This is an optimization exercise on Yosys and OpenROAD, whose aim is a short achievable clock period and few clock cycles per item, not a production implementation.
Where RTL was checked, it was by simulation tests only, not by an equivalence proof against the original.
For run 2, only the layout was checked, not whether the RTL still works.

==> flow/design.v, too long to show whole: its modules and the start of the top module <==
// module patina_lane: 787 lines
module patina_lane (
    input  wire               clk,
    input  wire               rst,
    input  wire        [17:0] clamp_c,
    input  wire               lin_bypass,
    input  wire signed [31:0] k1,
    input  wire signed [31:0] k2,
    input  wire signed [31:0] k3,
    input  wire               patina_en,
    input  wire signed [11:0] dp,
    input  wire         [2:0] es,
    input  wire         [2:0] eq,
    input  wire        [15:0] out_offset,
    input  wire               in_valid,
    output wire               in_ready,
    input  wire        [13:0] in_code,
    input  wire        [31:0] in_entry,
    output wire               out_valid,
    input  wire               out_ready,
    output wire        [15:0] out_pix,
    output wire               out_hi,
    output wire               out_lo,
    output wire               out_defect
);
  // ...
==> flow/flow/run.sh <==
#!/bin/bash
# Layout flow: the standard ORFS flow (standard.sh), with the port
# buffers made plain sky130_fd_sc_hd__buf_4 cells. Every input and output
# port still gets its buffer; only the cell type differs from buffer_ports'
# own choice (a clkdlybuf4s50_1 delay cell).
set -euo pipefail
export BUFFER_PORTS_ARGS="-buffer_cell sky130_fd_sc_hd__buf_4"
bash standard.sh > standard_flow.log 2>&1
==> flow/standard.sh <==
#!/bin/bash
# synth_recipe.tcl (not shown) runs the flow's synth.tcl, then flattens the netlist and writes it again
# the make line also repeats each setting of config.mk as NAME=value (left out here)
make -C /OpenROAD-flow-scripts/flow DESIGN_CONFIG=/design/flow/config.mk WORK_HOME=/design/flow/orfs CLKGATE_MAP_FILE= SYNTH_SCRIPT=/design/flow/synth_recipe.tcl "${@:-finish}"
==> flow/config.mk <==
export PLATFORM = sky130hd
export DESIGN_NAME = patina_lane
export DESIGN_NICKNAME = patina_lane
export VERILOG_FILES = /design/flow/design.v
export SDC_FILE = /design/flow/constraint.sdc
export NUM_CORES = 4
export LEC_CHECK = 0
export CAP_MARGIN = 20
export CORE_MARGIN = 2
export CORE_UTILIZATION = 40
export SLEW_MARGIN = 65
==> flow/constraint.sdc <==
create_clock -name core_clock -period 20.0 [get_ports {clk}]
set_input_delay 4.0000 -clock core_clock [delete_from_list [all_inputs] [get_ports {clk}]]
set_output_delay 4.0000 -clock core_clock [all_outputs]
set_load 0.01 [all_outputs]
==> summary.md, run 1 <==
| Metric | Value |
|---|---|
| Worst hold path class | `flop to flop` |
| Pre-CTS WS | `14.25 ns` |
| Crit path time final | `5.57 ns` |
| Largest net degree at the start of global routing | `77` |
| Initial Util | `40.2%` |
| Worst-Margin Slew | `0.537 ns` |
| Start point of the critical path | `oreg[12]` |
| IO Port Bufs | `220` |
| M1 wire length | `187 mm` |
| Die Ht | `686 µm` |
| Total iterations of the first detailed-routing run | `6` |
| Tap Cells | `6174` |
| Final Hold Vio Count | `0` |
| Status | `complete, no violations` |
| GRT met3 Usage | `2.41%` |
| Clock-pin transition on the worst setup and hold timing paths | `0.06 ns` |
| Die ar. | `0.471 mm²` |
| Post-synthesis compound-gate area fraction | `3.40%` |
| Initial detailed-routing violation count | `5591` |
| Post-CTS Resized | `0` |
| Row cnt | `250` |
| Bufs and invs on worst path | `1` |
| Clock Latency Late Sink | `1.00 ns` |
| Post-synth top area cell | `fa_1` |
| Post-Synth Adder-Cell Area | `43.3%` |
| GP Congestion | `0.849` |
| Hold_sp | `ent_2[31]` |
| Fin crit share | `27.8%` |
| Overall die width | `686 µm` |
| Reg2Reg Setup Slack | `14.60 ns` |
| CTS tree | `yes` |
| H-tree levels | `5` |
| Vias in the first global route | `121000` |
| Worst path depth | `1` |
| Avg Inst Size Synth | `11.1 µm²` |
| Signal buf overhead | `1.68%` |
| Pins Over Slew Limit | `0` |
| Clock buf count | `395` |
Testbench counts, summed over its fixed seeds: cycles 40,651, items 35,275.
==> module patina_lane, before the edit <==
module patina_lane (
    input  wire               clk,
    input  wire               rst,
    input  wire        [17:0] clamp_c,
    input  wire               lin_bypass,
    input  wire signed [31:0] k1,
    input  wire signed [31:0] k2,
    input  wire signed [31:0] k3,
    input  wire               patina_en,
    input  wire signed [11:0] dp,
    input  wire         [2:0] es,
    input  wire         [2:0] eq,
    input  wire        [15:0] out_offset,
    input  wire               in_valid,
    output wire               in_ready,
    input  wire        [13:0] in_code,
    input  wire        [31:0] in_entry,
    output wire               out_valid,
    input  wire               out_ready,
    output wire        [15:0] out_pix,
    output wire               out_hi,
    output wire               out_lo,
    output wire               out_defect
);
    localparam QD = 16;
    reg          in_rdy_r;
    reg   [QD:0] cred;
    reg          ov;                
    wire         take    = in_valid && in_rdy_r;
    wire         deliver = ov && out_ready;
    always @(posedge clk) begin
        if (rst) begin
            cred     <= 0;
            in_rdy_r <= 1'b1;
        end else begin
            if (take && !deliver)
                cred <= {cred[QD-1:0], 1'b1};
            else if (deliver && !take)
                cred <= {1'b0, cred[QD:1]};
            in_rdy_r <= !cred[QD-1];
        end
    end
    assign in_ready = in_rdy_r;
    reg               c_byp;
    reg signed [31:0] c_k1, c_k2, c_k3;
    reg               c_pen;
    reg signed [11:0] c_dp;
    reg         [2:0] c_es, c_eq;
    reg        [15:0] c_off;
    always @(posedge clk) begin
        c_byp   <= lin_bypass;
        c_k1    <= k1;
        c_k2    <= k2;
        c_k3    <= k3;
        c_pen   <= patina_en;
        c_dp    <= dp;
        c_es    <= es;
        c_eq    <= eq;
        c_off   <= out_offset;
    end
    reg        v1;
    reg [13:0] code_1;
    reg [31:0] ent_1;
    reg [17:0] clamp_1;
    always @(posedge clk) begin
        v1      <= !rst && take;
        code_1  <= in_code;
        ent_1   <= in_entry;
        clamp_1 <= clamp_c;
    end
    reg signed [19:0] x_2;
    reg [0:0] hi_2;
    reg [0:0] lo_2;
    reg [31:0] ent_2;
    reg [35:0] sq_r_114;
    reg [35:0] sq_r_115;
    reg [35:0] sq_r_116;
    reg [35:0] sq_r_117;
    reg [54:0] ka_r_118;
    reg [54:0] ka_r_119;
    reg [54:0] ka_r_120;
    reg [54:0] ka_r_121;
    reg signed [19:0] x_3;
    reg [0:0] hi_3;
    reg [0:0] lo_3;
    reg [31:0] ent_3;
    reg [54:0] kr_132;
    reg [54:0] kr_133;
    reg [54:0] kr_134;
    reg signed [19:0] x_4;
    reg [0:0] hi_4;
    reg [0:0] lo_4;
    reg [31:0] ent_4;
    reg [17:0] w_4;
    reg signed [16:0] sdp_4;
    reg [54:0] mm_r_197;
    reg [54:0] mm_r_198;
    reg [54:0] mm_r_199;
    reg [54:0] mm_r_200;
    reg signed [19:0] x_5;
    reg [0:0] hi_5;
    reg [0:0] lo_5;
    reg signed [14:0] sr_5;
    reg signed [9:0] dk_5;
    reg signed [2:0] q_5;
    reg [13:0] g_5;
    reg signed [19:0] x_6;
    reg [0:0] hi_6;
    reg [0:0] lo_6;
    reg signed [2:0] q_6;
    reg [13:0] g_6;
    reg signed [36:0] m_6;
    reg signed [15:0] ds_6;
    reg [56:0] xm_r_263;
    reg [56:0] xm_r_264;
    reg [56:0] xm_r_265;
    reg signed [19:0] x_7;
    reg [0:0] hi_7;
    reg [0:0] lo_7;
    reg signed [2:0] q_7;
    reg [13:0] g_7;
    reg signed [15:0] ds_7;
    reg signed [22:0] db_7;
    reg signed [22:0] dl_7;
    reg signed [22:0] dh_7;
    reg [0:0] hi_8;
    reg [0:0] lo_8;
    reg signed [2:0] q_8;
    reg [13:0] g_8;
    reg signed [22:0] d_8;
    reg signed [21:0] y_8;
    reg [45:0] dd_r_337;
    reg [45:0] dd_r_338;
    reg [45:0] dd_r_339;
    reg [45:0] dd_r_340;
    reg [0:0] hi_9;
    reg [0:0] lo_9;
    reg signed [2:0] q_9;
    reg [13:0] g_9;
    reg signed [22:0] d_9;
    reg signed [20:0] r_9;
    reg [0:0] hi_10;
    reg [0:0] lo_10;
    reg signed [2:0] q_10;
    reg [13:0] g_10;
    reg signed [22:0] d_10;
    reg signed [20:0] r_10;
    reg [51:0] dds_10;
    reg [0:0] ee_ci_360;
    reg [31:0] ee_r_361;
    reg [31:0] ee_r_362;
    reg [0:0] hi_11;
    reg [0:0] lo_11;
    reg [13:0] g_11;
    reg signed [20:0] r_11;
    reg [45:0] eg_r_391;
    reg [45:0] eg_r_392;
    reg [45:0] eg_r_393;
    reg [45:0] eg_r_394;
    reg [45:0] eg_r_395;
    reg [45:0] eg_r_396;
    reg [45:0] eg_r_397;
    reg [45:0] eg_r_398;
    reg [45:0] eg_r_399;
    reg [45:0] eg_r_400;
    reg [45:0] eg_r_401;
    reg [0:0] hi_12;
    reg [0:0] lo_12;
    reg signed [20:0] r_12;
    reg [0:0] z_12;
    reg [0:0] eg_ci_423;
    reg [30:0] eg_r_424;
    reg [30:0] eg_r_425;
    reg [0:0] hi_13;
    reg [0:0] lo_13;
    reg signed [20:0] r_13;
    reg [0:0] z_13;
    reg v2;
    reg v3;
    reg v4;
    reg v5;
    reg v6;
    reg v7;
    reg v8;
    reg v9;
    reg v10;
    reg v11;
    reg v12;
    reg v13;
    wire [35:0] sq_a_1 = {{16{x_2[19]}}, x_2};
    wire [35:0] sq_p_2 = ({36{x_2[0]}} & (sq_a_1 << 0));
    wire [35:0] sq_p_3 = ({36{x_2[1]}} & (sq_a_1 << 1));
    wire [35:0] sq_p_4 = ({36{x_2[2]}} & (sq_a_1 << 2));
    wire [35:0] sq_p_5 = ({36{x_2[3]}} & (sq_a_1 << 3));
    wire [35:0] sq_p_6 = ({36{x_2[4]}} & (sq_a_1 << 4));
    wire [35:0] sq_p_7 = ({36{x_2[5]}} & (sq_a_1 << 5));
    wire [35:0] sq_p_8 = ({36{x_2[6]}} & (sq_a_1 << 6));
    wire [35:0] sq_p_9 = ({36{x_2[7]}} & (sq_a_1 << 7));
    wire [35:0] sq_p_10 = ({36{x_2[8]}} & (sq_a_1 << 8));
    wire [35:0] sq_p_11 = ({36{x_2[9]}} & (sq_a_1 << 9));
    wire [35:0] sq_p_12 = ({36{x_2[10]}} & (sq_a_1 << 10));
    wire [35:0] sq_p_13 = ({36{x_2[11]}} & (sq_a_1 << 11));
    wire [35:0] sq_p_14 = ({36{x_2[12]}} & (sq_a_1 << 12));
    wire [35:0] sq_p_15 = ({36{x_2[13]}} & (sq_a_1 << 13));
    wire [35:0] sq_p_16 = ({36{x_2[14]}} & (sq_a_1 << 14));
    wire [35:0] sq_p_17 = ({36{x_2[15]}} & (sq_a_1 << 15));
    wire [35:0] sq_p_18 = ({36{x_2[16]}} & (sq_a_1 << 16));
    wire [35:0] sq_p_19 = ({36{x_2[17]}} & (sq_a_1 << 17));
    wire [35:0] sq_p_20 = ({36{x_2[18]}} & (sq_a_1 << 18));
    wire [35:0] sq_p_21 = ~({36{x_2[19]}} & (sq_a_1 << 19));
    wire [54:0] ka_a_22 = {{23{c_k2[31]}}, c_k2};
    wire [54:0] ka_p_23 = ({55{x_2[0]}} & (ka_a_22 << 0));
    wire [54:0] ka_p_24 = ({55{x_2[1]}} & (ka_a_22 << 1));
    wire [54:0] ka_p_25 = ({55{x_2[2]}} & (ka_a_22 << 2));
    wire [54:0] ka_p_26 = ({55{x_2[3]}} & (ka_a_22 << 3));
    wire [54:0] ka_p_27 = ({55{x_2[4]}} & (ka_a_22 << 4));
    wire [54:0] ka_p_28 = ({55{x_2[5]}} & (ka_a_22 << 5));
    wire [54:0] ka_p_29 = ({55{x_2[6]}} & (ka_a_22 << 6));
    wire [54:0] ka_p_30 = ({55{x_2[7]}} & (ka_a_22 << 7));
    wire [54:0] ka_p_31 = ({55{x_2[8]}} & (ka_a_22 << 8));
    wire [54:0] ka_p_32 = ({55{x_2[9]}} & (ka_a_22 << 9));
    wire [54:0] ka_p_33 = ({55{x_2[10]}} & (ka_a_22 << 10));
    wire [54:0] ka_p_34 = ({55{x_2[11]}} & (ka_a_22 << 11));
    wire [54:0] ka_p_35 = ({55{x_2[12]}} & (ka_a_22 << 12));
    wire [54:0] ka_p_36 = ({55{x_2[13]}} & (ka_a_22 << 13));
    wire [54:0] ka_p_37 = ({55{x_2[14]}} & (ka_a_22 << 14));
    wire [54:0] ka_p_38 = ({55{x_2[15]}} & (ka_a_22 << 15));
    wire [54:0] ka_p_39 = ({55{x_2[16]}} & (ka_a_22 << 16));
    wire [54:0] ka_p_40 = ({55{x_2[17]}} & (ka_a_22 << 17));
    wire [54:0] ka_p_41 = ({55{x_2[18]}} & (ka_a_22 << 18));
    wire [54:0] ka_p_42 = ~({55{x_2[19]}} & (ka_a_22 << 19));
    wire [54:0] ka_v_43 = {{23{c_k1[31]}}, c_k1};
    wire [35:0] sq_s_44 = sq_p_2 ^ sq_p_3 ^ sq_p_4;
    wire [35:0] sq_c_45 = ((sq_p_2 & sq_p_3) | (sq_p_2 & sq_p_4) | (sq_p_3 & sq_p_4)) << 1;
    wire [35:0] sq_s_46 = sq_p_5 ^ sq_p_6 ^ sq_p_7;
    wire [35:0] sq_c_47 = ((sq_p_5 & sq_p_6) | (sq_p_5 & sq_p_7) | (sq_p_6 & sq_p_7)) << 1;
    wire [35:0] sq_s_48 = sq_p_8 ^ sq_p_9 ^ sq_p_10;
    wire [35:0] sq_c_49 = ((sq_p_8 & sq_p_9) | (sq_p_8 & sq_p_10) | (sq_p_9 & sq_p_10)) << 1;
    wire [35:0] sq_s_50 = sq_p_11 ^ sq_p_12 ^ sq_p_13;
    wire [35:0] sq_c_51 = ((sq_p_11 & sq_p_12) | (sq_p_11 & sq_p_13) | (sq_p_12 & sq_p_13)) << 1;
    wire [35:0] sq_s_52 = sq_p_14 ^ sq_p_15 ^ sq_p_16;
    wire [35:0] sq_c_53 = ((sq_p_14 & sq_p_15) | (sq_p_14 & sq_p_16) | (sq_p_15 & sq_p_16)) << 1;
    wire [35:0] sq_s_54 = sq_p_17 ^ sq_p_18 ^ sq_p_19;
    wire [35:0] sq_c_55 = ((sq_p_17 & sq_p_18) | (sq_p_17 & sq_p_19) | (sq_p_18 & sq_p_19)) << 1;
    wire [35:0] sq_s_56 = sq_p_20 ^ sq_p_21 ^ 36'd131073;
    wire [35:0] sq_c_57 = ((sq_p_20 & sq_p_21) | (sq_p_20 & 36'd131073) | (sq_p_21 & 36'd131073)) << 1;
    wire [35:0] sq_s_58 = sq_s_44 ^ sq_c_45 ^ sq_s_46;
    wire [35:0] sq_c_59 = ((sq_s_44 & sq_c_45) | (sq_s_44 & sq_s_46) | (sq_c_45 & sq_s_46)) << 1;
    wire [35:0] sq_s_60 = sq_c_47 ^ sq_s_48 ^ sq_c_49;
    wire [35:0] sq_c_61 = ((sq_c_47 & sq_s_48) | (sq_c_47 & sq_c_49) | (sq_s_48 & sq_c_49)) << 1;
    wire [35:0] sq_s_62 = sq_s_50 ^ sq_c_51 ^ sq_s_52;
    wire [35:0] sq_c_63 = ((sq_s_50 & sq_c_51) | (sq_s_50 & sq_s_52) | (sq_c_51 & sq_s_52)) << 1;
    wire [35:0] sq_s_64 = sq_c_53 ^ sq_s_54 ^ sq_c_55;
    wire [35:0] sq_c_65 = ((sq_c_53 & sq_s_54) | (sq_c_53 & sq_c_55) | (sq_s_54 & sq_c_55)) << 1;
    wire [35:0] sq_s_66 = sq_s_58 ^ sq_c_59 ^ sq_s_60;
    wire [35:0] sq_c_67 = ((sq_s_58 & sq_c_59) | (sq_s_58 & sq_s_60) | (sq_c_59 & sq_s_60)) << 1;
    wire [35:0] sq_s_68 = sq_c_61 ^ sq_s_62 ^ sq_c_63;
    wire [35:0] sq_c_69 = ((sq_c_61 & sq_s_62) | (sq_c_61 & sq_c_63) | (sq_s_62 & sq_c_63)) << 1;
    wire [35:0] sq_s_70 = sq_s_64 ^ sq_c_65 ^ sq_s_56;
    wire [35:0] sq_c_71 = ((sq_s_64 & sq_c_65) | (sq_s_64 & sq_s_56) | (sq_c_65 & sq_s_56)) << 1;
    wire [35:0] sq_s_72 = sq_s_66 ^ sq_c_67 ^ sq_s_68;
    wire [35:0] sq_c_73 = ((sq_s_66 & sq_c_67) | (sq_s_66 & sq_s_68) | (sq_c_67 & sq_s_68)) << 1;
    wire [35:0] sq_s_74 = sq_c_69 ^ sq_s_70 ^ sq_c_71;
    wire [35:0] sq_c_75 = ((sq_c_69 & sq_s_70) | (sq_c_69 & sq_c_71) | (sq_s_70 & sq_c_71)) << 1;
    wire [35:0] sq_s_76 = sq_s_72 ^ sq_c_73 ^ sq_s_74;
    wire [35:0] sq_c_77 = ((sq_s_72 & sq_c_73) | (sq_s_72 & sq_s_74) | (sq_c_73 & sq_s_74)) << 1;
    wire [54:0] ka_s_78 = ka_p_23 ^ ka_p_24 ^ ka_p_25;
    wire [54:0] ka_c_79 = ((ka_p_23 & ka_p_24) | (ka_p_23 & ka_p_25) | (ka_p_24 & ka_p_25)) << 1;
    wire [54:0] ka_s_80 = ka_p_26 ^ ka_p_27 ^ ka_p_28;
    wire [54:0] ka_c_81 = ((ka_p_26 & ka_p_27) | (ka_p_26 & ka_p_28) | (ka_p_27 & ka_p_28)) << 1;
    wire [54:0] ka_s_82 = ka_p_29 ^ ka_p_30 ^ ka_p_31;
    wire [54:0] ka_c_83 = ((ka_p_29 & ka_p_30) | (ka_p_29 & ka_p_31) | (ka_p_30 & ka_p_31)) << 1;
    wire [54:0] ka_s_84 = ka_p_32 ^ ka_p_33 ^ ka_p_34;
    wire [54:0] ka_c_85 = ((ka_p_32 & ka_p_33) | (ka_p_32 & ka_p_34) | (ka_p_33 & ka_p_34)) << 1;
    wire [54:0] ka_s_86 = ka_p_35 ^ ka_p_36 ^ ka_p_37;
    wire [54:0] ka_c_87 = ((ka_p_35 & ka_p_36) | (ka_p_35 & ka_p_37) | (ka_p_36 & ka_p_37)) << 1;
    wire [54:0] ka_s_88 = ka_p_38 ^ ka_p_39 ^ ka_p_40;
    wire [54:0] ka_c_89 = ((ka_p_38 & ka_p_39) | (ka_p_38 & ka_p_40) | (ka_p_39 & ka_p_40)) << 1;
    wire [54:0] ka_s_90 = ka_p_41 ^ ka_p_42 ^ (ka_v_43 << 18);
    wire [54:0] ka_c_91 = ((ka_p_41 & ka_p_42) | (ka_p_41 & (ka_v_43 << 18)) | (ka_p_42 & (ka_v_43 << 18))) << 1;
    wire [54:0] ka_s_92 = ka_s_78 ^ ka_c_79 ^ ka_s_80;
    wire [54:0] ka_c_93 = ((ka_s_78 & ka_c_79) | (ka_s_78 & ka_s_80) | (ka_c_79 & ka_s_80)) << 1;
    wire [54:0] ka_s_94 = ka_c_81 ^ ka_s_82 ^ ka_c_83;
    wire [54:0] ka_c_95 = ((ka_c_81 & ka_s_82) | (ka_c_81 & ka_c_83) | (ka_s_82 & ka_c_83)) << 1;
    wire [54:0] ka_s_96 = ka_s_84 ^ ka_c_85 ^ ka_s_86;
    wire [54:0] ka_c_97 = ((ka_s_84 & ka_c_85) | (ka_s_84 & ka_s_86) | (ka_c_85 & ka_s_86)) << 1;
    wire [54:0] ka_s_98 = ka_c_87 ^ ka_s_88 ^ ka_c_89;
    wire [54:0] ka_c_99 = ((ka_c_87 & ka_s_88) | (ka_c_87 & ka_c_89) | (ka_s_88 & ka_c_89)) << 1;
    wire [54:0] ka_s_100 = ka_s_90 ^ ka_c_91 ^ 55'd140737488486401;
    wire [54:0] ka_c_101 = ((ka_s_90 & ka_c_91) | (ka_s_90 & 55'd140737488486401) | (ka_c_91 & 55'd140737488486401)) << 1;
    wire [54:0] ka_s_102 = ka_s_92 ^ ka_c_93 ^ ka_s_94;
    wire [54:0] ka_c_103 = ((ka_s_92 & ka_c_93) | (ka_s_92 & ka_s_94) | (ka_c_93 & ka_s_94)) << 1;
    wire [54:0] ka_s_104 = ka_c_95 ^ ka_s_96 ^ ka_c_97;
    wire [54:0] ka_c_105 = ((ka_c_95 & ka_s_96) | (ka_c_95 & ka_c_97) | (ka_s_96 & ka_c_97)) << 1;
    wire [54:0] ka_s_106 = ka_s_98 ^ ka_c_99 ^ ka_s_100;
    wire [54:0] ka_c_107 = ((ka_s_98 & ka_c_99) | (ka_s_98 & ka_s_100) | (ka_c_99 & ka_s_100)) << 1;
    wire [54:0] ka_s_108 = ka_s_102 ^ ka_c_103 ^ ka_s_104;
    wire [54:0] ka_c_109 = ((ka_s_102 & ka_c_103) | (ka_s_102 & ka_s_104) | (ka_c_103 & ka_s_104)) << 1;
    wire [54:0] ka_s_110 = ka_c_105 ^ ka_s_106 ^ ka_c_107;
    wire [54:0] ka_c_111 = ((ka_c_105 & ka_s_106) | (ka_c_105 & ka_c_107) | (ka_s_106 & ka_c_107)) << 1;
    wire [54:0] ka_s_112 = ka_s_108 ^ ka_c_109 ^ ka_s_110;
    wire [54:0] ka_c_113 = ((ka_s_108 & ka_c_109) | (ka_s_108 & ka_s_110) | (ka_c_109 & ka_s_110)) << 1;
    wire [35:0] sq_s_122 = sq_r_114 ^ sq_r_115 ^ sq_r_116;
    wire [35:0] sq_c_123 = ((sq_r_114 & sq_r_115) | (sq_r_114 & sq_r_116) | (sq_r_115 & sq_r_116)) << 1;
    wire [35:0] sq_s_124 = sq_s_122 ^ sq_c_123 ^ sq_r_117;
    wire [35:0] sq_c_125 = ((sq_s_122 & sq_c_123) | (sq_s_122 & sq_r_117) | (sq_c_123 & sq_r_117)) << 1;
    wire [35:0] sq_t_126 = sq_s_124 + sq_c_125;
    wire [17:0] ww = sq_t_126[35:18];
    wire [54:0] ka_s_127 = ka_r_118 ^ ka_r_119 ^ ka_r_120;
    wire [54:0] ka_c_128 = ((ka_r_118 & ka_r_119) | (ka_r_118 & ka_r_120) | (ka_r_119 & ka_r_120)) << 1;
    wire [54:0] ka_s_129 = ka_s_127 ^ ka_c_128 ^ ka_r_121;
    wire [54:0] ka_c_130 = ((ka_s_127 & ka_c_128) | (ka_s_127 & ka_r_121) | (ka_c_128 & ka_r_121)) << 1;
    wire [18:0] ka_lo_131 = {1'b0, ka_s_129[17:0]} + {1'b0, ka_c_130[17:0]};
    wire [4:0] slw = ent_3[7:3];
    wire [16:0] sd_a_135 = {{5{c_dp[11]}}, c_dp};
    wire [16:0] sd_p_136 = ({17{slw[0]}} & (sd_a_135 << 0));
    wire [16:0] sd_p_137 = ({17{slw[1]}} & (sd_a_135 << 1));
    wire [16:0] sd_p_138 = ({17{slw[2]}} & (sd_a_135 << 2));
    wire [16:0] sd_p_139 = ({17{slw[3]}} & (sd_a_135 << 3));
    wire [16:0] sd_p_140 = ~({17{slw[4]}} & (sd_a_135 << 4));
    wire [16:0] sd_t_141 = sd_p_136 + sd_p_137 + sd_p_138 + sd_p_139 + sd_p_140 + 17'd1;
    wire [54:0] mm_a_142 = {{23{c_k3[31]}}, c_k3};
    wire [54:0] mm_p_143 = ({55{w_4[0]}} & (mm_a_142 << 0));
    wire [54:0] mm_p_144 = ({55{w_4[1]}} & (mm_a_142 << 1));
    wire [54:0] mm_p_145 = ({55{w_4[2]}} & (mm_a_142 << 2));
    wire [54:0] mm_p_146 = ({55{w_4[3]}} & (mm_a_142 << 3));
    wire [54:0] mm_p_147 = ({55{w_4[4]}} & (mm_a_142 << 4));
    wire [54:0] mm_p_148 = ({55{w_4[5]}} & (mm_a_142 << 5));
    wire [54:0] mm_p_149 = ({55{w_4[6]}} & (mm_a_142 << 6));
    wire [54:0] mm_p_150 = ({55{w_4[7]}} & (mm_a_142 << 7));
    wire [54:0] mm_p_151 = ({55{w_4[8]}} & (mm_a_142 << 8));
    wire [54:0] mm_p_152 = ({55{w_4[9]}} & (mm_a_142 << 9));
    wire [54:0] mm_p_153 = ({55{w_4[10]}} & (mm_a_142 << 10));
    wire [54:0] mm_p_154 = ({55{w_4[11]}} & (mm_a_142 << 11));
    wire [54:0] mm_p_155 = ({55{w_4[12]}} & (mm_a_142 << 12));
    wire [54:0] mm_p_156 = ({55{w_4[13]}} & (mm_a_142 << 13));
    wire [54:0] mm_p_157 = ({55{w_4[14]}} & (mm_a_142 << 14));
    wire [54:0] mm_p_158 = ({55{w_4[15]}} & (mm_a_142 << 15));
    wire [54:0] mm_p_159 = ({55{w_4[16]}} & (mm_a_142 << 16));
    wire [54:0] mm_p_160 = ({55{w_4[17]}} & (mm_a_142 << 17));
    wire [54:0] mm_s_161 = mm_p_143 ^ mm_p_144 ^ mm_p_145;
    wire [54:0] mm_c_162 = ((mm_p_143 & mm_p_144) | (mm_p_143 & mm_p_145) | (mm_p_144 & mm_p_145)) << 1;
    wire [54:0] mm_s_163 = mm_p_146 ^ mm_p_147 ^ mm_p_148;
    wire [54:0] mm_c_164 = ((mm_p_146 & mm_p_147) | (mm_p_146 & mm_p_148) | (mm_p_147 & mm_p_148)) << 1;
    wire [54:0] mm_s_165 = mm_p_149 ^ mm_p_150 ^ mm_p_151;
    wire [54:0] mm_c_166 = ((mm_p_149 & mm_p_150) | (mm_p_149 & mm_p_151) | (mm_p_150 & mm_p_151)) << 1;
    wire [54:0] mm_s_167 = mm_p_152 ^ mm_p_153 ^ mm_p_154;
    wire [54:0] mm_c_168 = ((mm_p_152 & mm_p_153) | (mm_p_152 & mm_p_154) | (mm_p_153 & mm_p_154)) << 1;
    wire [54:0] mm_s_169 = mm_p_155 ^ mm_p_156 ^ mm_p_157;
    wire [54:0] mm_c_170 = ((mm_p_155 & mm_p_156) | (mm_p_155 & mm_p_157) | (mm_p_156 & mm_p_157)) << 1;
    wire [54:0] mm_s_171 = mm_p_158 ^ mm_p_159 ^ mm_p_160;
    wire [54:0] mm_c_172 = ((mm_p_158 & mm_p_159) | (mm_p_158 & mm_p_160) | (mm_p_159 & mm_p_160)) << 1;
    wire [54:0] mm_s_173 = kr_132 ^ kr_133 ^ kr_134;
    wire [54:0] mm_c_174 = ((kr_132 & kr_133) | (kr_132 & kr_134) | (kr_133 & kr_134)) << 1;
    wire [54:0] mm_s_175 = mm_s_161 ^ mm_c_162 ^ mm_s_163;
    wire [54:0] mm_c_176 = ((mm_s_161 & mm_c_162) | (mm_s_161 & mm_s_163) | (mm_c_162 & mm_s_163)) << 1;
    wire [54:0] mm_s_177 = mm_c_164 ^ mm_s_165 ^ mm_c_166;
    wire [54:0] mm_c_178 = ((mm_c_164 & mm_s_165) | (mm_c_164 & mm_c_166) | (mm_s_165 & mm_c_166)) << 1;
    wire [54:0] mm_s_179 = mm_s_167 ^ mm_c_168 ^ mm_s_169;
    wire [54:0] mm_c_180 = ((mm_s_167 & mm_c_168) | (mm_s_167 & mm_s_169) | (mm_c_168 & mm_s_169)) << 1;
    wire [54:0] mm_s_181 = mm_c_170 ^ mm_s_171 ^ mm_c_172;
    wire [54:0] mm_c_182 = ((mm_c_170 & mm_s_171) | (mm_c_170 & mm_c_172) | (mm_s_171 & mm_c_172)) << 1;
    wire [54:0] mm_s_183 = mm_s_173 ^ mm_c_174 ^ 55'd131072;
    wire [54:0] mm_c_184 = ((mm_s_173 & mm_c_174) | (mm_s_173 & 55'd131072) | (mm_c_174 & 55'd131072)) << 1;
    wire [54:0] mm_s_185 = mm_s_175 ^ mm_c_176 ^ mm_s_177;
    wire [54:0] mm_c_186 = ((mm_s_175 & mm_c_176) | (mm_s_175 & mm_s_177) | (mm_c_176 & mm_s_177)) << 1;
    wire [54:0] mm_s_187 = mm_c_178 ^ mm_s_179 ^ mm_c_180;
    wire [54:0] mm_c_188 = ((mm_c_178 & mm_s_179) | (mm_c_178 & mm_c_180) | (mm_s_179 & mm_c_180)) << 1;
    wire [54:0] mm_s_189 = mm_s_181 ^ mm_c_182 ^ mm_s_183;
    wire [54:0] mm_c_190 = ((mm_s_181 & mm_c_182) | (mm_s_181 & mm_s_183) | (mm_c_182 & mm_s_183)) << 1;
    wire [54:0] mm_s_191 = mm_s_185 ^ mm_c_186 ^ mm_s_187;
    wire [54:0] mm_c_192 = ((mm_s_185 & mm_c_186) | (mm_s_185 & mm_s_187) | (mm_c_186 & mm_s_187)) << 1;
    wire [54:0] mm_s_193 = mm_c_188 ^ mm_s_189 ^ mm_c_190;
    wire [54:0] mm_c_194 = ((mm_c_188 & mm_s_189) | (mm_c_188 & mm_c_190) | (mm_s_189 & mm_c_190)) << 1;
    wire [54:0] mm_s_195 = mm_s_191 ^ mm_c_192 ^ mm_s_193;
    wire [54:0] mm_c_196 = ((mm_s_191 & mm_c_192) | (mm_s_191 & mm_s_193) | (mm_c_192 & mm_s_193)) << 1;
    wire signed [23:0] sdp_e = sdp_4 <<< c_es;
    wire signed [23:0] sdp_r = (sdp_e + 24'sd512) >>> 10;
    wire [54:0] mm_s_201 = mm_r_197 ^ mm_r_198 ^ mm_r_199;
    wire [54:0] mm_c_202 = ((mm_r_197 & mm_r_198) | (mm_r_197 & mm_r_199) | (mm_r_198 & mm_r_199)) << 1;
    wire [54:0] mm_s_203 = mm_s_201 ^ mm_c_202 ^ mm_r_200;
    wire [54:0] mm_c_204 = ((mm_s_201 & mm_c_202) | (mm_s_201 & mm_r_200) | (mm_c_202 & mm_r_200)) << 1;
    wire [54:0] mm_t_205 = mm_s_203 + mm_c_204;
    wire signed [15:0] ndsw = -((dk_5 <<< 2) + sr_5);
    wire [56:0] xm_a_206 = {{20{m_6[36]}}, m_6};
    wire [56:0] xm_p_207 = ({57{x_6[0]}} & (xm_a_206 << 0));
    wire [56:0] xm_p_208 = ({57{x_6[1]}} & (xm_a_206 << 1));
    wire [56:0] xm_p_209 = ({57{x_6[2]}} & (xm_a_206 << 2));
    wire [56:0] xm_p_210 = ({57{x_6[3]}} & (xm_a_206 << 3));
    wire [56:0] xm_p_211 = ({57{x_6[4]}} & (xm_a_206 << 4));
    wire [56:0] xm_p_212 = ({57{x_6[5]}} & (xm_a_206 << 5));
    wire [56:0] xm_p_213 = ({57{x_6[6]}} & (xm_a_206 << 6));
    wire [56:0] xm_p_214 = ({57{x_6[7]}} & (xm_a_206 << 7));
    wire [56:0] xm_p_215 = ({57{x_6[8]}} & (xm_a_206 << 8));
    wire [56:0] xm_p_216 = ({57{x_6[9]}} & (xm_a_206 << 9));
    wire [56:0] xm_p_217 = ({57{x_6[10]}} & (xm_a_206 << 10));
    wire [56:0] xm_p_218 = ({57{x_6[11]}} & (xm_a_206 << 11));
    wire [56:0] xm_p_219 = ({57{x_6[12]}} & (xm_a_206 << 12));
    wire [56:0] xm_p_220 = ({57{x_6[13]}} & (xm_a_206 << 13));
    wire [56:0] xm_p_221 = ({57{x_6[14]}} & (xm_a_206 << 14));
    wire [56:0] xm_p_222 = ({57{x_6[15]}} & (xm_a_206 << 15));
    wire [56:0] xm_p_223 = ({57{x_6[16]}} & (xm_a_206 << 16));
    wire [56:0] xm_p_224 = ({57{x_6[17]}} & (xm_a_206 << 17));
    wire [56:0] xm_p_225 = ({57{x_6[18]}} & (xm_a_206 << 18));
    wire [56:0] xm_p_226 = ~({57{x_6[19]}} & (xm_a_206 << 19));
    wire [56:0] xm_s_227 = xm_p_207 ^ xm_p_208 ^ xm_p_209;
    wire [56:0] xm_c_228 = ((xm_p_207 & xm_p_208) | (xm_p_207 & xm_p_209) | (xm_p_208 & xm_p_209)) << 1;
    wire [56:0] xm_s_229 = xm_p_210 ^ xm_p_211 ^ xm_p_212;
    wire [56:0] xm_c_230 = ((xm_p_210 & xm_p_211) | (xm_p_210 & xm_p_212) | (xm_p_211 & xm_p_212)) << 1;
    wire [56:0] xm_s_231 = xm_p_213 ^ xm_p_214 ^ xm_p_215;
    wire [56:0] xm_c_232 = ((xm_p_213 & xm_p_214) | (xm_p_213 & xm_p_215) | (xm_p_214 & xm_p_215)) << 1;
    wire [56:0] xm_s_233 = xm_p_216 ^ xm_p_217 ^ xm_p_218;
    wire [56:0] xm_c_234 = ((xm_p_216 & xm_p_217) | (xm_p_216 & xm_p_218) | (xm_p_217 & xm_p_218)) << 1;
    wire [56:0] xm_s_235 = xm_p_219 ^ xm_p_220 ^ xm_p_221;
    wire [56:0] xm_c_236 = ((xm_p_219 & xm_p_220) | (xm_p_219 & xm_p_221) | (xm_p_220 & xm_p_221)) << 1;
    wire [56:0] xm_s_237 = xm_p_222 ^ xm_p_223 ^ xm_p_224;
    wire [56:0] xm_c_238 = ((xm_p_222 & xm_p_223) | (xm_p_222 & xm_p_224) | (xm_p_223 & xm_p_224)) << 1;
    wire [56:0] xm_s_239 = xm_p_225 ^ xm_p_226 ^ 57'd268435457;
    wire [56:0] xm_c_240 = ((xm_p_225 & xm_p_226) | (xm_p_225 & 57'd268435457) | (xm_p_226 & 57'd268435457)) << 1;
    wire [56:0] xm_s_241 = xm_s_227 ^ xm_c_228 ^ xm_s_229;
    wire [56:0] xm_c_242 = ((xm_s_227 & xm_c_228) | (xm_s_227 & xm_s_229) | (xm_c_228 & xm_s_229)) << 1;
    wire [56:0] xm_s_243 = xm_c_230 ^ xm_s_231 ^ xm_c_232;
    wire [56:0] xm_c_244 = ((xm_c_230 & xm_s_231) | (xm_c_230 & xm_c_232) | (xm_s_231 & xm_c_232)) << 1;
    wire [56:0] xm_s_245 = xm_s_233 ^ xm_c_234 ^ xm_s_235;
    wire [56:0] xm_c_246 = ((xm_s_233 & xm_c_234) | (xm_s_233 & xm_s_235) | (xm_c_234 & xm_s_235)) << 1;
    wire [56:0] xm_s_247 = xm_c_236 ^ xm_s_237 ^ xm_c_238;
    wire [56:0] xm_c_248 = ((xm_c_236 & xm_s_237) | (xm_c_236 & xm_c_238) | (xm_s_237 & xm_c_238)) << 1;
    wire [56:0] xm_s_249 = xm_s_241 ^ xm_c_242 ^ xm_s_243;
    wire [56:0] xm_c_250 = ((xm_s_241 & xm_c_242) | (xm_s_241 & xm_s_243) | (xm_c_242 & xm_s_243)) << 1;
    wire [56:0] xm_s_251 = xm_c_244 ^ xm_s_245 ^ xm_c_246;
    wire [56:0] xm_c_252 = ((xm_c_244 & xm_s_245) | (xm_c_244 & xm_c_246) | (xm_s_245 & xm_c_246)) << 1;
    wire [56:0] xm_s_253 = xm_s_247 ^ xm_c_248 ^ xm_s_239;
    wire [56:0] xm_c_254 = ((xm_s_247 & xm_c_248) | (xm_s_247 & xm_s_239) | (xm_c_248 & xm_s_239)) << 1;
    wire [56:0] xm_s_255 = xm_s_249 ^ xm_c_250 ^ xm_s_251;
    wire [56:0] xm_c_256 = ((xm_s_249 & xm_c_250) | (xm_s_249 & xm_s_251) | (xm_c_250 & xm_s_251)) << 1;
    wire [56:0] xm_s_257 = xm_c_252 ^ xm_s_253 ^ xm_c_254;
    wire [56:0] xm_c_258 = ((xm_c_252 & xm_s_253) | (xm_c_252 & xm_c_254) | (xm_s_253 & xm_c_254)) << 1;
    wire [56:0] xm_s_259 = xm_s_255 ^ xm_c_256 ^ xm_s_257;
    wire [56:0] xm_c_260 = ((xm_s_255 & xm_c_256) | (xm_s_255 & xm_s_257) | (xm_c_256 & xm_s_257)) << 1;
    wire [56:0] xm_s_261 = xm_s_259 ^ xm_c_260 ^ xm_c_258;
    wire [56:0] xm_c_262 = ((xm_s_259 & xm_c_260) | (xm_s_259 & xm_c_258) | (xm_c_260 & xm_c_258)) << 1;
    wire signed [22:0] dbw = x_6 + ds_6;
    wire signed [22:0] dlw = -23'sd2097152 + ds_6;
    wire signed [22:0] dhw = 23'sd2097151 + ds_6;
    wire [56:0] xm_s_266 = xm_r_263 ^ xm_r_264 ^ xm_r_265;
    wire [56:0] xm_c_267 = ((xm_r_263 & xm_r_264) | (xm_r_263 & xm_r_265) | (xm_r_264 & xm_r_265)) << 1;
    wire [56:0] xd_v_268 = {{41{ds_7[15]}}, ds_7};
    wire [56:0] xd_s_269 = xm_s_266 ^ xm_c_267 ^ (xd_v_268 << 29);
    wire [56:0] xd_c_270 = ((xm_s_266 & xm_c_267) | (xm_s_266 & (xd_v_268 << 29)) | (xm_c_267 & (xd_v_268 << 29))) << 1;
    wire [56:0] xm_t_271 = xm_s_266 + xm_c_267;
    wire [56:0] xd_t_272 = xd_s_269 + xd_c_270;
    wire signed [27:0] pw = xm_t_271[56:29];
    wire p_lo = (pw < -28'sd2097152);
    wire p_hi = (pw > 28'sd2097151);
    reg signed [22:0] dw;
    reg signed [21:0] yw;
    always @(*) begin
        if (c_byp) begin dw = db_7; yw = x_7; end
        else if (p_lo) begin dw = dl_7; yw = -22'sd2097152; end
        else if (p_hi) begin dw = dh_7; yw = 22'sd2097151; end
        else begin dw = xd_t_272[51:29]; yw = pw[21:0]; end
    end
    wire [45:0] dd_a_273 = {{23{d_8[22]}}, d_8};
    wire [45:0] dd_p_274 = ({46{d_8[0]}} & (dd_a_273 << 0));
    wire [45:0] dd_p_275 = ({46{d_8[1]}} & (dd_a_273 << 1));
    wire [45:0] dd_p_276 = ({46{d_8[2]}} & (dd_a_273 << 2));
    wire [45:0] dd_p_277 = ({46{d_8[3]}} & (dd_a_273 << 3));
    wire [45:0] dd_p_278 = ({46{d_8[4]}} & (dd_a_273 << 4));
    wire [45:0] dd_p_279 = ({46{d_8[5]}} & (dd_a_273 << 5));
    wire [45:0] dd_p_280 = ({46{d_8[6]}} & (dd_a_273 << 6));
    wire [45:0] dd_p_281 = ({46{d_8[7]}} & (dd_a_273 << 7));
    wire [45:0] dd_p_282 = ({46{d_8[8]}} & (dd_a_273 << 8));
    wire [45:0] dd_p_283 = ({46{d_8[9]}} & (dd_a_273 << 9));
    wire [45:0] dd_p_284 = ({46{d_8[10]}} & (dd_a_273 << 10));
    wire [45:0] dd_p_285 = ({46{d_8[11]}} & (dd_a_273 << 11));
    wire [45:0] dd_p_286 = ({46{d_8[12]}} & (dd_a_273 << 12));
    wire [45:0] dd_p_287 = ({46{d_8[13]}} & (dd_a_273 << 13));
    wire [45:0] dd_p_288 = ({46{d_8[14]}} & (dd_a_273 << 14));
    wire [45:0] dd_p_289 = ({46{d_8[15]}} & (dd_a_273 << 15));
    wire [45:0] dd_p_290 = ({46{d_8[16]}} & (dd_a_273 << 16));
    wire [45:0] dd_p_291 = ({46{d_8[17]}} & (dd_a_273 << 17));
    wire [45:0] dd_p_292 = ({46{d_8[18]}} & (dd_a_273 << 18));
    wire [45:0] dd_p_293 = ({46{d_8[19]}} & (dd_a_273 << 19));
    wire [45:0] dd_p_294 = ({46{d_8[20]}} & (dd_a_273 << 20));
    wire [45:0] dd_p_295 = ({46{d_8[21]}} & (dd_a_273 << 21));
    wire [45:0] dd_p_296 = ~({46{d_8[22]}} & (dd_a_273 << 22));
    wire signed [20:0] rw = ($signed({y_8[21], y_8}) + 23'sd2) >>> 2;
    wire [45:0] dd_s_297 = dd_p_274 ^ dd_p_275 ^ dd_p_276;
    wire [45:0] dd_c_298 = ((dd_p_274 & dd_p_275) | (dd_p_274 & dd_p_276) | (dd_p_275 & dd_p_276)) << 1;
    wire [45:0] dd_s_299 = dd_p_277 ^ dd_p_278 ^ dd_p_279;
    wire [45:0] dd_c_300 = ((dd_p_277 & dd_p_278) | (dd_p_277 & dd_p_279) | (dd_p_278 & dd_p_279)) << 1;
    wire [45:0] dd_s_301 = dd_p_280 ^ dd_p_281 ^ dd_p_282;
    wire [45:0] dd_c_302 = ((dd_p_280 & dd_p_281) | (dd_p_280 & dd_p_282) | (dd_p_281 & dd_p_282)) << 1;
    wire [45:0] dd_s_303 = dd_p_283 ^ dd_p_284 ^ dd_p_285;
    wire [45:0] dd_c_304 = ((dd_p_283 & dd_p_284) | (dd_p_283 & dd_p_285) | (dd_p_284 & dd_p_285)) << 1;
    wire [45:0] dd_s_305 = dd_p_286 ^ dd_p_287 ^ dd_p_288;
    wire [45:0] dd_c_306 = ((dd_p_286 & dd_p_287) | (dd_p_286 & dd_p_288) | (dd_p_287 & dd_p_288)) << 1;
    wire [45:0] dd_s_307 = dd_p_289 ^ dd_p_290 ^ dd_p_291;
    wire [45:0] dd_c_308 = ((dd_p_289 & dd_p_290) | (dd_p_289 & dd_p_291) | (dd_p_290 & dd_p_291)) << 1;
    wire [45:0] dd_s_309 = dd_p_292 ^ dd_p_293 ^ dd_p_294;
    wire [45:0] dd_c_310 = ((dd_p_292 & dd_p_293) | (dd_p_292 & dd_p_294) | (dd_p_293 & dd_p_294)) << 1;
    wire [45:0] dd_s_311 = dd_p_295 ^ dd_p_296 ^ 46'd1;
    wire [45:0] dd_c_312 = ((dd_p_295 & dd_p_296) | (dd_p_295 & 46'd1) | (dd_p_296 & 46'd1)) << 1;
    wire [45:0] dd_s_313 = dd_s_297 ^ dd_c_298 ^ dd_s_299;
    wire [45:0] dd_c_314 = ((dd_s_297 & dd_c_298) | (dd_s_297 & dd_s_299) | (dd_c_298 & dd_s_299)) << 1;
    wire [45:0] dd_s_315 = dd_c_300 ^ dd_s_301 ^ dd_c_302;
    wire [45:0] dd_c_316 = ((dd_c_300 & dd_s_301) | (dd_c_300 & dd_c_302) | (dd_s_301 & dd_c_302)) << 1;
    wire [45:0] dd_s_317 = dd_s_303 ^ dd_c_304 ^ dd_s_305;
    wire [45:0] dd_c_318 = ((dd_s_303 & dd_c_304) | (dd_s_303 & dd_s_305) | (dd_c_304 & dd_s_305)) << 1;
    wire [45:0] dd_s_319 = dd_c_306 ^ dd_s_307 ^ dd_c_308;
    wire [45:0] dd_c_320 = ((dd_c_306 & dd_s_307) | (dd_c_306 & dd_c_308) | (dd_s_307 & dd_c_308)) << 1;
    wire [45:0] dd_s_321 = dd_s_309 ^ dd_c_310 ^ dd_s_311;
    wire [45:0] dd_c_322 = ((dd_s_309 & dd_c_310) | (dd_s_309 & dd_s_311) | (dd_c_310 & dd_s_311)) << 1;
    wire [45:0] dd_s_323 = dd_s_313 ^ dd_c_314 ^ dd_s_315;
    wire [45:0] dd_c_324 = ((dd_s_313 & dd_c_314) | (dd_s_313 & dd_s_315) | (dd_c_314 & dd_s_315)) << 1;
    wire [45:0] dd_s_325 = dd_c_316 ^ dd_s_317 ^ dd_c_318;
    wire [45:0] dd_c_326 = ((dd_c_316 & dd_s_317) | (dd_c_316 & dd_c_318) | (dd_s_317 & dd_c_318)) << 1;
    wire [45:0] dd_s_327 = dd_s_319 ^ dd_c_320 ^ dd_s_321;
    wire [45:0] dd_c_328 = ((dd_s_319 & dd_c_320) | (dd_s_319 & dd_s_321) | (dd_c_320 & dd_s_321)) << 1;
    wire [45:0] dd_s_329 = dd_s_323 ^ dd_c_324 ^ dd_s_325;
    wire [45:0] dd_c_330 = ((dd_s_323 & dd_c_324) | (dd_s_323 & dd_s_325) | (dd_c_324 & dd_s_325)) << 1;
    wire [45:0] dd_s_331 = dd_c_326 ^ dd_s_327 ^ dd_c_328;
    wire [45:0] dd_c_332 = ((dd_c_326 & dd_s_327) | (dd_c_326 & dd_c_328) | (dd_s_327 & dd_c_328)) << 1;
    wire [45:0] dd_s_333 = dd_s_329 ^ dd_c_330 ^ dd_s_331;
    wire [45:0] dd_c_334 = ((dd_s_329 & dd_c_330) | (dd_s_329 & dd_s_331) | (dd_c_330 & dd_s_331)) << 1;
    wire [45:0] dd_s_335 = dd_c_332 ^ dd_c_322 ^ dd_c_312;
    wire [45:0] dd_c_336 = ((dd_c_332 & dd_c_322) | (dd_c_332 & dd_c_312) | (dd_c_322 & dd_c_312)) << 1;
    wire [45:0] dd_s_341 = dd_r_337 ^ dd_r_338 ^ dd_r_339;
    wire [45:0] dd_c_342 = ((dd_r_337 & dd_r_338) | (dd_r_337 & dd_r_339) | (dd_r_338 & dd_r_339)) << 1;
    wire [45:0] dd_s_343 = dd_s_341 ^ dd_c_342 ^ dd_r_340;
    wire [45:0] dd_c_344 = ((dd_s_341 & dd_c_342) | (dd_s_341 & dd_r_340) | (dd_c_342 & dd_r_340)) << 1;
    wire [45:0] dd_t_345 = dd_s_343 + dd_c_344;
    wire [51:0] ddsw = {7'd0, dd_t_345[44:0]} << c_eq;
    wire [57:0] ee_a_346 = {6'd0, dds_10};
    wire [57:0] ee_p_347 = ({58{q_10[0]}} & (ee_a_346 << 0));
    wire [57:0] ee_p_348 = ({58{q_10[1]}} & (ee_a_346 << 1));
    wire [57:0] ee_p_349 = ~({58{q_10[2]}} & (ee_a_346 << 2));
    wire [57:0] ee_v_350 = {{35{d_10[22]}}, d_10};
    wire [57:0] ee_s_351 = ee_p_347 ^ ee_p_348 ^ ee_p_349;
    wire [57:0] ee_c_352 = ((ee_p_347 & ee_p_348) | (ee_p_347 & ee_p_349) | (ee_p_348 & ee_p_349)) << 1;
    wire [57:0] ee_s_353 = ee_s_351 ^ ee_c_352 ^ (ee_v_350 << 26);
    wire [57:0] ee_c_354 = ((ee_s_351 & ee_c_352) | (ee_s_351 & (ee_v_350 << 26)) | (ee_c_352 & (ee_v_350 << 26))) << 1;
    wire [57:0] ee_s_355 = ee_s_353 ^ ee_c_354 ^ 58'd33554433;
    wire [57:0] ee_c_356 = ((ee_s_353 & ee_c_354) | (ee_s_353 & 58'd33554433) | (ee_c_354 & 58'd33554433)) << 1;
    wire [26:0] ee_lo_357 = {1'b0, ee_s_355[25:0]} + {1'b0, ee_c_356[25:0]};
    wire [31:0] ee_h_358 = ee_s_355[57:26];
    wire [31:0] ee_h_359 = ee_c_356[57:26];
    wire [32:0] ee_u_363 = {ee_r_361, 1'b1} + {ee_r_362, ee_ci_360};
    wire [31:0] ee_t_364 = ee_u_363[32:1];
    wire signed [31:0] ew = ee_t_364;
    wire [45:0] eg_a_365 = {{16{ew[29]}}, ew};
    wire [45:0] eg_p_366 = ({46{g_11[0]}} & (eg_a_365 << 0));
    wire [45:0] eg_p_367 = ({46{g_11[1]}} & (eg_a_365 << 1));
    wire [45:0] eg_p_368 = ({46{g_11[2]}} & (eg_a_365 << 2));
    wire [45:0] eg_p_369 = ({46{g_11[3]}} & (eg_a_365 << 3));
    wire [45:0] eg_p_370 = ({46{g_11[4]}} & (eg_a_365 << 4));
    wire [45:0] eg_p_371 = ({46{g_11[5]}} & (eg_a_365 << 5));
    wire [45:0] eg_p_372 = ({46{g_11[6]}} & (eg_a_365 << 6));
    wire [45:0] eg_p_373 = ({46{g_11[7]}} & (eg_a_365 << 7));
    wire [45:0] eg_p_374 = ({46{g_11[8]}} & (eg_a_365 << 8));
    wire [45:0] eg_p_375 = ({46{g_11[9]}} & (eg_a_365 << 9));
    wire [45:0] eg_p_376 = ({46{g_11[10]}} & (eg_a_365 << 10));
    wire [45:0] eg_p_377 = ({46{g_11[11]}} & (eg_a_365 << 11));
    wire [45:0] eg_p_378 = ({46{g_11[12]}} & (eg_a_365 << 12));
    wire [45:0] eg_p_379 = ({46{g_11[13]}} & (eg_a_365 << 13));
    wire [45:0] eg_v_380 = {30'd0, c_off};
    wire [45:0] eg_s_381 = eg_p_366 ^ eg_p_367 ^ eg_p_368;
    wire [45:0] eg_c_382 = ((eg_p_366 & eg_p_367) | (eg_p_366 & eg_p_368) | (eg_p_367 & eg_p_368)) << 1;
    wire [45:0] eg_s_383 = eg_p_369 ^ eg_p_370 ^ eg_p_371;
    wire [45:0] eg_c_384 = ((eg_p_369 & eg_p_370) | (eg_p_369 & eg_p_371) | (eg_p_370 & eg_p_371)) << 1;
    wire [45:0] eg_s_385 = eg_p_372 ^ eg_p_373 ^ eg_p_374;
    wire [45:0] eg_c_386 = ((eg_p_372 & eg_p_373) | (eg_p_372 & eg_p_374) | (eg_p_373 & eg_p_374)) << 1;
    wire [45:0] eg_s_387 = eg_p_375 ^ eg_p_376 ^ eg_p_377;
    wire [45:0] eg_c_388 = ((eg_p_375 & eg_p_376) | (eg_p_375 & eg_p_377) | (eg_p_376 & eg_p_377)) << 1;
    wire [45:0] eg_s_389 = eg_p_378 ^ eg_p_379 ^ (eg_v_380 << 15);
    wire [45:0] eg_c_390 = ((eg_p_378 & eg_p_379) | (eg_p_378 & (eg_v_380 << 15)) | (eg_p_379 & (eg_v_380 << 15))) << 1;
    wire [45:0] eg_s_402 = eg_r_391 ^ eg_r_392 ^ eg_r_393;
    wire [45:0] eg_c_403 = ((eg_r_391 & eg_r_392) | (eg_r_391 & eg_r_393) | (eg_r_392 & eg_r_393)) << 1;
    wire [45:0] eg_s_404 = eg_r_394 ^ eg_r_395 ^ eg_r_396;
    wire [45:0] eg_c_405 = ((eg_r_394 & eg_r_395) | (eg_r_394 & eg_r_396) | (eg_r_395 & eg_r_396)) << 1;
    wire [45:0] eg_s_406 = eg_r_397 ^ eg_r_398 ^ eg_r_399;
    wire [45:0] eg_c_407 = ((eg_r_397 & eg_r_398) | (eg_r_397 & eg_r_399) | (eg_r_398 & eg_r_399)) << 1;
    wire [45:0] eg_s_408 = eg_s_402 ^ eg_c_403 ^ eg_s_404;
    wire [45:0] eg_c_409 = ((eg_s_402 & eg_c_403) | (eg_s_402 & eg_s_404) | (eg_c_403 & eg_s_404)) << 1;
    wire [45:0] eg_s_410 = eg_c_405 ^ eg_s_406 ^ eg_c_407;
    wire [45:0] eg_c_411 = ((eg_c_405 & eg_s_406) | (eg_c_405 & eg_c_407) | (eg_s_406 & eg_c_407)) << 1;
    wire [45:0] eg_s_412 = eg_s_408 ^ eg_c_409 ^ eg_s_410;
    wire [45:0] eg_c_413 = ((eg_s_408 & eg_c_409) | (eg_s_408 & eg_s_410) | (eg_c_409 & eg_s_410)) << 1;
    wire [45:0] eg_s_414 = eg_c_411 ^ eg_r_400 ^ eg_r_401;
    wire [45:0] eg_c_415 = ((eg_c_411 & eg_r_400) | (eg_c_411 & eg_r_401) | (eg_r_400 & eg_r_401)) << 1;
    wire [45:0] eg_s_416 = eg_s_412 ^ eg_c_413 ^ eg_s_414;
    wire [45:0] eg_c_417 = ((eg_s_412 & eg_c_413) | (eg_s_412 & eg_s_414) | (eg_c_413 & eg_s_414)) << 1;
    wire [45:0] eg_s_418 = eg_s_416 ^ eg_c_417 ^ eg_c_415;
    wire [45:0] eg_c_419 = ((eg_s_416 & eg_c_417) | (eg_s_416 & eg_c_415) | (eg_c_417 & eg_c_415)) << 1;
    wire [15:0] eg_lo_420 = {1'b0, eg_s_418[14:0]} + {1'b0, eg_c_419[14:0]};
    wire [30:0] eg_h_421 = eg_s_418[45:15];
    wire [30:0] eg_h_422 = eg_c_419[45:15];
    wire [31:0] eg_u_426 = {eg_r_424, 1'b1} + {eg_r_425, eg_ci_423};
    wire [30:0] eg_t_427 = eg_u_426[31:1];
    wire signed [30:0] o = eg_t_427;
    wire signed [20:0] r = r_13;
    wire hi = hi_13, lo = lo_13, z = z_13;
    wire vl = v13;
    always @(posedge clk) begin
        x_2 <= $signed({2'b00, code_1, 4'b0000}) - $signed({2'b00, clamp_1});
        hi_2 <= (code_1 == 14'h3FFF);
        lo_2 <= (code_1 == 14'h0000);
        ent_2 <= ent_1;
        sq_r_114 <= sq_s_76;
        sq_r_115 <= sq_c_77;
        sq_r_116 <= sq_c_75;
        sq_r_117 <= sq_c_57;
        ka_r_118 <= ka_s_112;
        ka_r_119 <= ka_c_113;
        ka_r_120 <= ka_c_111;
        ka_r_121 <= ka_c_101;
        x_3 <= x_2;
        hi_3 <= hi_2;
        lo_3 <= lo_2;
        ent_3 <= ent_2;
        kr_132 <= {ka_s_129[54:18], 18'd0};
        kr_133 <= {ka_c_130[54:18], 18'd0};
        kr_134 <= {36'd0, ka_lo_131[18], 18'd0};
        x_4 <= x_3;
        hi_4 <= hi_3;
        lo_4 <= lo_3;
        ent_4 <= ent_3;
        w_4 <= ww;
        sdp_4 <= sd_t_141;
        mm_r_197 <= mm_s_195;
        mm_r_198 <= mm_c_196;
        mm_r_199 <= mm_c_194;
        mm_r_200 <= mm_c_184;
        x_5 <= x_4;
        hi_5 <= hi_4;
        lo_5 <= lo_4;
        sr_5 <= sdp_r[14:0];
        dk_5 <= ent_4[17:8];
        q_5 <= ent_4[2:0];
        g_5 <= ent_4[31:18];
        x_6 <= x_5;
        hi_6 <= hi_5;
        lo_6 <= lo_5;
        q_6 <= q_5;
        g_6 <= g_5;
        m_6 <= mm_t_205[54:18];
        ds_6 <= ndsw;
        xm_r_263 <= xm_s_261;
        xm_r_264 <= xm_c_262;
        xm_r_265 <= xm_c_240;
        x_7 <= x_6;
        hi_7 <= hi_6;
        lo_7 <= lo_6;
        q_7 <= q_6;
        g_7 <= g_6;
        ds_7 <= ds_6;
        db_7 <= dbw;
        dl_7 <= dlw;
        dh_7 <= dhw;
        hi_8 <= hi_7;
        lo_8 <= lo_7;
        q_8 <= q_7;
        g_8 <= g_7;
        d_8 <= dw;
        y_8 <= yw;
        dd_r_337 <= dd_s_333;
        dd_r_338 <= dd_c_334;
        dd_r_339 <= dd_s_335;
        dd_r_340 <= dd_c_336;
        hi_9 <= hi_8;
        lo_9 <= lo_8;
        q_9 <= q_8;
        g_9 <= g_8;
        d_9 <= d_8;
        r_9 <= rw;
        hi_10 <= hi_9;
        lo_10 <= lo_9;
        q_10 <= q_9;
        g_10 <= g_9;
        d_10 <= d_9;
        r_10 <= r_9;
        dds_10 <= ddsw;
        ee_ci_360 <= ee_lo_357[26];
        ee_r_361 <= ee_h_358;
        ee_r_362 <= ee_h_359;
        hi_11 <= hi_10;
        lo_11 <= lo_10;
        g_11 <= g_10;
        r_11 <= r_10;
        eg_r_391 <= eg_s_381;
        eg_r_392 <= eg_c_382;
        eg_r_393 <= eg_s_383;
        eg_r_394 <= eg_c_384;
        eg_r_395 <= eg_s_385;
        eg_r_396 <= eg_c_386;
        eg_r_397 <= eg_s_387;
        eg_r_398 <= eg_c_388;
        eg_r_399 <= eg_s_389;
        eg_r_400 <= eg_c_390;
        eg_r_401 <= 46'd16384;
        hi_12 <= hi_11;
        lo_12 <= lo_11;
        r_12 <= r_11;
        z_12 <= (g_11 == 14'd0);
        eg_ci_423 <= eg_lo_420[15];
        eg_r_424 <= eg_h_421;
        eg_r_425 <= eg_h_422;
        hi_13 <= hi_12;
        lo_13 <= lo_12;
        r_13 <= r_12;
        z_13 <= z_12;
        v2 <= !rst && v1;
        v3 <= !rst && v2;
        v4 <= !rst && v3;
        v5 <= !rst && v4;
        v6 <= !rst && v5;
        v7 <= !rst && v6;
        v8 <= !rst && v7;
        v9 <= !rst && v8;
        v10 <= !rst && v9;
        v11 <= !rst && v10;
        v12 <= !rst && v11;
        v13 <= !rst && v12;
    end
    reg [15:0] val;
    always @(*) begin
        if (c_pen) begin
            if (z)
                val = 16'd0;
            else if (o < 0)
                val = 16'd0;
            else if (o > 31'sd65535)
                val = 16'hFFFF;
            else
                val = o[15:0];
        end else begin
            if (r < 0)
                val = 16'd0;
            else if (r > 21'sd65535)
                val = 16'hFFFF;
            else
                val = r[15:0];
        end
        if (hi)
            val = 16'hFFFF;
        else if (lo)
            val = 16'd0;
    end
    wire [18:0] res = {c_pen && z && !hi && !lo, lo, hi, val};
    reg [18:0] q [0:QD-1];
    reg [4:0] wr, rd;
    reg [18:0] oreg;
    wire       qempty = (wr == rd);
    wire       load   = (!ov || out_ready) && (!qempty || vl);
    reg  [18:0] ohold;
    wire [18:0] onext = qempty ? res : q[rd[4-1:0]];
    always @(posedge clk) begin
        if (vl)
            q[wr[4-1:0]] <= res;
        if (rst)
            ohold <= 19'd0;
        else if (load)
            ohold <= onext;
        oreg <= load ? onext : ohold;
    end
    always @(posedge clk) begin
        if (rst) begin
            wr <= 0;
            rd <= 0;
            ov <= 1'b0;
        end else begin
            if (vl)
                wr <= wr + 1'b1;
            if (load) begin
                rd <= rd + 1'b1;
                ov <= 1'b1;
            end else if (out_ready) begin
                ov <= 1'b0;
            end
        end
    end
    assign out_valid  = ov;
    assign out_pix    = oreg[15:0];
    assign out_hi     = oreg[16];
    assign out_lo     = oreg[17];
    assign out_defect = oreg[18];
endmodule
==> run 2, diff against run 1 <==
--- a/flow/design.v
+++ b/flow/design.v
@@ -125,2 +125,3 @@
     reg signed [22:0] dh_7;
+    reg signed [19:0] x_8;
     reg [0:0] hi_8;
@@ -130,3 +131,5 @@
     reg signed [22:0] d_8;
-    reg signed [21:0] y_8;
+    reg signed [21:0] p_8;
+    reg [0:0] plo_8;
+    reg [0:0] phi_8;
     reg [45:0] dd_r_337;
@@ -140,3 +143,3 @@
     reg signed [22:0] d_9;
-    reg signed [20:0] r_9;
+    reg signed [21:0] y_9;
     reg [0:0] hi_10;
@@ -455,8 +458,7 @@
     reg signed [22:0] dw;
-    reg signed [21:0] yw;
     always @(*) begin
-        if (c_byp) begin dw = db_7; yw = x_7; end
-        else if (p_lo) begin dw = dl_7; yw = -22'sd2097152; end
-        else if (p_hi) begin dw = dh_7; yw = 22'sd2097151; end
-        else begin dw = xd_t_272[51:29]; yw = pw[21:0]; end
+        if (c_byp) dw = db_7;
+        else if (p_lo) dw = dl_7;
+        else if (p_hi) dw = dh_7;
+        else dw = xd_t_272[51:29];
     end
@@ -486,3 +488,9 @@
     wire [45:0] dd_p_296 = ~({46{d_8[22]}} & (dd_a_273 << 22));
-    wire signed [20:0] rw = ($signed({y_8[21], y_8}) + 23'sd2) >>> 2;
+    reg signed [21:0] yw;
+    always @(*) begin
+        if (c_byp) yw = x_8;
+        else if (plo_8) yw = -22'sd2097152;
+        else if (phi_8) yw = 22'sd2097151;
+        else yw = p_8;
+    end
     wire [45:0] dd_s_297 = dd_p_274 ^ dd_p_275 ^ dd_p_276;
@@ -527,2 +535,3 @@
     wire [45:0] dd_c_336 = ((dd_c_332 & dd_c_322) | (dd_c_332 & dd_c_312) | (dd_c_322 & dd_c_312)) << 1;
+    wire signed [20:0] rw = ($signed({y_9[21], y_9}) + 23'sd2) >>> 2;
     wire [45:0] dd_s_341 = dd_r_337 ^ dd_r_338 ^ dd_r_339;
@@ -659,2 +668,3 @@
         dh_7 <= dhw;
+        x_8 <= x_7;
         hi_8 <= hi_7;
@@ -664,3 +674,5 @@
         d_8 <= dw;
-        y_8 <= yw;
+        p_8 <= pw[21:0];
+        plo_8 <= p_lo;
+        phi_8 <= p_hi;
         dd_r_337 <= dd_s_333;
@@ -674,3 +686,3 @@
         d_9 <= d_8;
-        r_9 <= rw;
+        y_9 <= yw;
         hi_10 <= hi_9;
@@ -680,3 +692,3 @@
         d_10 <= d_9;
-        r_10 <= r_9;
+        r_10 <= rw;
         dds_10 <= ddsw;
==> run 2 against run 1 <==
Largest cell class unchanged. Via count down 0.66%. Non-clock buffer count up 23. Register-to-register slack worse by 0.23 ns. Still clean. Worst hold slack better by 0.054 ns.
==> summary.md, run 2 <==
| Metric | Value |
|---|---|
| Post-Synth Adder-Cell Area | `43.1% (-0.17 points)` |
| Overall die width | `687 µm (+0.19%)` |
| Avg Inst Size Synth | `11.1 µm² (+0.22%)` |
| Post-Syn Area | `0.187 mm²` |
| Clock-pin transition on the worst setup and hold timing paths | `0.06 ns (about the same)` |
| GRT Overall Usage | `17.5%` |
| Total wire length | `402 mm` |
| Slew headroom | `63.6%` |
| Crit path launch type | `flop` |
| Row cnt | `250 (unchanged)` |
| Global-route wire length before repair | `660 mm` |
| Worst-Margin Slew | `0.543 ns (+0.00608 ns)` |
| Register area share after synthesis | `30.1%` |
| Crit path time final | `5.63 ns (+0.0585 ns)` |
| Worst EP required | `20.78 ns` |
| Ys flop type | `dfxtp_1` |
| Post-synthesis register bit count | `2657` |
| Synth area leaders | `fa_1, dfxtp_1, inv_1` |
| Post-synth top area cell | `fa_1` |
| Pins Over Slew Limit | `0 (unchanged)` |
| Max cap viols | `0` |
| Status | `complete, no violations` |
| Post-synthesis mux area share | `2.02%` |
| H-tree levels | `5 (unchanged)` |
| Initial detailed-routing violation count | `5276 (-5.6%)` |
| Final Hold Vio Count | `0 (unchanged)` |
| Vias | `109000` |
| Initial Util | `40.2% (+0.072 points)` |
| Post-CTS Resized | `0 (unchanged)` |
| # hold bufs at CTS | `0` |
| EDFF count, synth | `304` |
| Count leader, synth | `inv_1` |
| Synth Area in Simple Gates | `11.1%` |
| Post-synth ARST share | `0%` |
| Clock Path Buffers | `4` |
| Area delta synth->final | `11.0%` |
| I/O pins | `221` |
| Worst hold path class | `flop to flop` |
| Die Ht | `687 µm (+0.19%)` |
| CTS root buf | `clkbuf_16` |
| CP endpoint kind | `flop` |
| Post-CTS Setup Bufs | `0` |
| Initial antenna violation count | `17` |
| Post-synthesis compound-gate area fraction | `3.49% (+0.092 points)` |
| Clock Latency Late Sink | `0.95 ns (-0.05 ns)` |
| DRC | `0` |
| Final Util | `44.6%` |
| Total iterations of the first detailed-routing run | `7 (+1)` |
| Pre-CTS WS | `14.38 ns (+0.134 ns)` |
| Cts bufs inserted | `301` |
| CTS tree | `yes` |
| Largest net degree at the start of global routing | `64 (-17%)` |
| GP Congestion | `0.843 (-0.74%)` |
| Die ar. | `0.472 mm² (+0.38%)` |
| IO Port Bufs | `220 (unchanged)` |
| Synth Area in XOR/XNOR | `1.67%` |
| DPL Wire Length | `312 mm` |
| Commonest cells post-synth | `inv_1, fa_1, dfxtp_1, and2_1, nand2_1` |
| Max Clk Rate | `178 MHz` |
| Vias in the first global route | `121000 (+0.17%)` |
| Fin crit share | `28.1% (+0.29 points)` |
| Most common cell after layout, fill and taps aside | `inv_1` |
| Vias per cell | `4.67` |
| Syn Nets | `21400` |
-- run 2: stage by stage --
stage / cell area [µm²] / instances
after floorplan: 187000 / 16800
after global placement: 195000 / 22800
after detailed placement: 197000 / 22800
after CTS: 207000 / 23400
after global routing: 207000 / 23400
final: 207000 / 23400
-- run 2: routing by layer --
layer / part of all wire (%) / track usage (%) / vias to the layer above
met1: 45 / 23.7 / 55800
met4: 2.7 / 4.57 / 6
met2: 48 / 29.8 / 2193
met3: 4.8 / 2.33 / 620
li1: - / - / 50600
met5: 0.0087 / 0 / -
-- run 2: final cells by class --
cell class | instances | area [µm²] | area share [%]
clock inverters | 139 | 1620 | 0.783
repair buffers | 410 | 3620 | 1.75
multi-input cells | 9967 | 116000 | 55.8
well taps | 6174 | 7720 | 3.73
inverters | 3613 | 13600 | 6.55
clock buffers | 404 | 8430 | 4.07
diodes | 6 | 15.0 | 0.00725
flip-flops and latches | 2657 | 56500 | 27.3
-- run 2: worst paths after layout --
path	from	to	slack (ns)	cells after the start
max	xm_r_263[26]	d_8[6]	14.37	18
max reg2reg	xm_r_263[26]	d_8[6]	14.37	18
min	x_4[13]	x_5[13]	0.31	0
min reg2reg	x_4[13]	x_5[13]	0.31	0
-- run 2: cell families after synthesis --
group	after synthesis
adder cells (fa/ha/maj)	4404
flip-flops	2657
AO/OA/AOI/OAI	982
buffers and inverters	4197
XOR/XNOR	355
AND/OR/NAND/NOR	3981
multiplexers	245
-- run 2: worst max-delay path, cell delays in order, from the launching register on --
cell and delay [ns]:
dfxtp_1 0.31, inv_1 0.05, fa_1 0.58, inv_1 0.06
ha_1 0.22, fa_1 0.44, a21o_1 0.17, a21oi_1 0.18
a2bb2oi_1 0.21, a21oi_1 0.13, nor3b_4 0.48, o21ai_4 0.16
a2111oi_4 0.46, o31ai_1 0.09, or4_1 0.63, o21ai_4 0.38
buf_4 0.27, mux2_2 0.35, a221o_1 0.32

[port drivers added, routing unchanged]
The results above use ideal ports. As a check the final layouts listed here were re-extracted and re-timed, cells and wires unchanged.
Step 1 assumes that a clkbuf_16 drives the clock port and a buf_2 every other input.
Step 2 times the ports against the registers' clock, not the clock port: input delays grow and output delays shrink by t, the midpoint of the rising clock arrivals with the driver on.
a / b / c = ideal ports / drivers / drivers and shift; a / b = the first two.
| run | shift t [ns] | setup slack, ns | latest minus earliest clock arrival (ns) |
|---|---|---|---|
| run 1 | 1.036 | 14.432 / 14.324 / 14.368 | 0.147 / 0.148 |
| run 2 | 1.016 | 14.373 / 14.373 / 14.373 | 0.085 / 0.085 |
After both steps setup and hold are still met in every run listed. The setup slack of run 1, which loses most, moves by -0.108 ns with the drivers and by -0.064 ns with both steps.
